This design comes from an exercise in tuning for small area, a short achievable clock period and few clock cycles per item on the open sky130 flow, not from production work. At most, simulation tests tie the RTL to the original design; equivalence was not proved. No activity file was given, so power comes from the tool's default toggle rates.

== willow ==
==> flow/design.v (excerpt) <==
module cvu_contexts (
    input  wire        clk,
    input  wire        rst,
    input  wire        req_valid,
    output wire        req_ready,
    input  wire        req_write,
    input  wire [7:0]  req_waddr,
    input  wire [31:0] req_wdata,
    input  wire [3:0]  req_be,
    output wire        rsp_valid,
    output wire [31:0] rsp_rdata
);
make LEC_CHECK=0 CAP_MARGIN=20 CORE_MARGIN=2 CORE_UTILIZATION=45 CTS_BUF_LIST=sky130_fd_sc_hd__clkbuf_16 CTS_CLUSTER_DIAMETER=60 CTS_CLUSTER_SIZE=30 PLACE_DENSITY=0.6 SETUP_SLACK_MARGIN=5.0 SLEW_MARGIN=20 finish   # period 8.0 ns
run.sh (not shown) runs the stock make flow with config.mk's settings and CLKGATE_MAP_FILE= SYNTH_SCRIPT=/design/flow/synth_recipe.tcl, a recipe that flattens the netlist after the stock synthesis.
Testbench counts of willow, summed over its fixed seeds: cycles 24,624, accesses 24,000.
diff inputs: willow => delta
--- a/flow/design.v
+++ b/flow/design.v
@@ -361,32 +361,35 @@
         case (r_rsel)
             R_CFG:    r_rdata = {27'h0, r_swap, 2'b00, r_alg};
             R_STATE:  r_rdata = r_16 ? {16'h0, r_sv[15:0]} : r_sv;
             R_RESULT: r_rdata = r_16 ? {16'h0, r_sv[15:0]} : ~r_sv;
             R_COUNT:  r_rdata = r_cnt;
             3'd6:     r_rdata = r_wd;
             default:  r_rdata = 32'h0;
         endcase
     end
     reg [31:0] rf_s, rf_cnt;
     reg [1:0]  rf_alg;
     reg        rf_swap;
+    wire [15:0] sel_s = a_oh & vs_q;
+    wire [15:0] sel_c = a_oh & vc_q;
+    wire [15:0] sel_g = a_oh & vg_q;
     integer k;
     always @(*) begin
         rf_s = 32'h0; rf_cnt = 32'h0; rf_alg = 2'h0; rf_swap = 1'b0;
         for (k = 0; k < 16; k = k + 1) begin
-            rf_s    = rf_s    | (s_all[32*k +: 32]   & {32{a_oh[k]}});
-            rf_cnt  = rf_cnt  | (cnt_all[32*k +: 32] & {32{a_oh[k]}});
-            rf_alg  = rf_alg  | (alg_all[2*k +: 2]   & {2{a_oh[k]}});
-            rf_swap = rf_swap | (swap_all[k] & a_oh[k]);
+            rf_s    = rf_s    | (s_all[32*k +: 32]   & {32{sel_s[k]}});
+            rf_cnt  = rf_cnt  | (cnt_all[32*k +: 32] & {32{sel_c[k]}});
+            rf_alg  = rf_alg  | (alg_all[2*k +: 2]   & {2{sel_g[k]}});
+            rf_swap = rf_swap | (swap_all[k] & sel_g[k]);
         end
     end
     reg hit_r, hit_x, hit_w;
     always @(posedge clk) begin
         if (rst) begin
             hit_r <= 1'b0;
             hit_x <= 1'b0;
             hit_w <= 1'b0;
         end else if (stall_q) begin
             hit_r <= 1'b0;
             hit_x <= hit_r;
             hit_w <= hit_x;
@@ -497,42 +500,51 @@
             w_v  <= x_v;
             w_oh <= x_v ? (16'h0001 << x_ctx) : 16'h0;
         end
         w_ctx  <= x_ctx;
         w_ws   <= x_ws;
         w_wc   <= x_wc;
         w_wcfg <= x_wcfg;
         w_s    <= x_s_fin;
         w_cnt  <= x_cnt;
         w_alg  <= x_alg;
         w_swap <= x_swap;
     end
-    wire [31:0] wb_s    = rst ? 32'h0 : w_s;
-    wire [31:0] wb_cnt  = rst ? 32'h0 : w_cnt;
-    wire [1:0]  wb_alg  = rst ? 2'h0  : w_alg;
-    wire        wb_swap = ~rst & w_swap;
+    reg [15:0] vs_q, vc_q, vg_q;
+    always @(posedge clk) begin
+        if (rst) begin
+            vs_q <= 16'h0;
+            vc_q <= 16'h0;
+            vg_q <= 16'h0;
+        end else begin
+            vs_q <= vs_q | (w_oh & {16{w_ws}});
+            vc_q <= vc_q | (w_oh & {16{w_wc}});
+            vg_q <= vg_q | (w_oh & {16{w_wcfg}});
+        end
+    end
     genvar c;
     generate
         for (c = 0; c < 16; c = c + 1) begin : g_ctx
-            wire we_s  = rst | (w_oh[c] & w_ws);
-            wire we_c  = rst | (w_oh[c] & w_wc);
-            wire we_g  = rst | (w_oh[c] & w_wcfg);
             reg [31:0] s_q;
             reg [31:0] cnt_q;
             reg [1:0]  alg_q;
             reg        swap_q;
             assign s_all[32*c +: 32]   = s_q;
             assign cnt_all[32*c +: 32] = cnt_q;
             assign alg_all[2*c +: 2]   = alg_q;
             assign swap_all[c]         = swap_q;
             always @(posedge clk) begin
-                s_q    <= (wb_s & {32{we_s}})    | (s_q & {32{~we_s}});
-                cnt_q  <= (wb_cnt & {32{we_c}})  | (cnt_q & {32{~we_c}});
-                alg_q  <= (wb_alg & {2{we_g}})   | (alg_q & {2{~we_g}});
-                swap_q <= (wb_swap & we_g)       | (swap_q & ~we_g);
+                if (w_oh[c] && w_ws)
+                    s_q <= w_s;
+                if (w_oh[c] && w_wc)
+                    cnt_q <= w_cnt;
+                if (w_oh[c] && w_wcfg) begin
+                    alg_q  <= w_alg;
+                    swap_q <= w_swap;
+                end
             end
         end
     endgenerate
     assign req_ready = ~stall_q;
     assign rsp_valid = x_v;
     assign rsp_rdata = x_data;
 endmodule
### Flow results
- In delta the global-route usage turned out 0.30 points higher than in willow.
- delta: post-route worst hold slack 0.0092 ns above willow
- Diff willow -> delta | fill cell total of the finished layout | increase of 316
- On clock period minus final worst setup slack, delta does worse than willow.
- Compared with willow, in delta die area grew by 1400 um^2, leakage power total shrank by 7.5%, largest net degree at the start of global routing shrank by 27.
- Changes observed in delta relative to willow: estimated wirelength of the detail-placed design increased by 1.4% relative to the old numbers, area of all placed cells without fillers closely matched the old numbers, total power decreased by 13% relative to the old numbers, core region area increased by about 1.2% relative to the old numbers, final worst-path setup slack decreased by 0.022 ns relative to the old numbers.
- | netlist area before placement | delta vs willow | worse |
Function not checked in delta: the RTL went through the layout flow alone.

-- static timing again, ports no longer ideal --
The flow's constraints put no driver on any port. The routed layouts listed below were extracted and timed again, unchanged, in two steps.
Step 1 sets driving cells, clkbuf_16 on the clock port and buf_2 on the other inputs (assumed; they add their load-dependent delay and slew).
Step 2 moves the port delays by t, midway between the first and last clock arrival at a register: inputs arrive t later, outputs are due t later. That takes back most of the time a late clock gives input paths.
Three values: no drivers, after step 1, after step 2; two values: the first two.
run	t (ns)	setup WS [ns]	worst setup path at the end	slew at the worst register clock pin (ns)
willow	0.831	4.886 / 4.886 / 4.133	input to register	0.10 / 0.10
delta	0.840	4.865 / 4.865 / 4.252	input to register	0.10 / 0.10
After both steps setup and hold are still met in every run listed. For willow, which loses most, drivers alone change the setup slack by 0.000 ns; drivers and shift together by -0.753 ns.
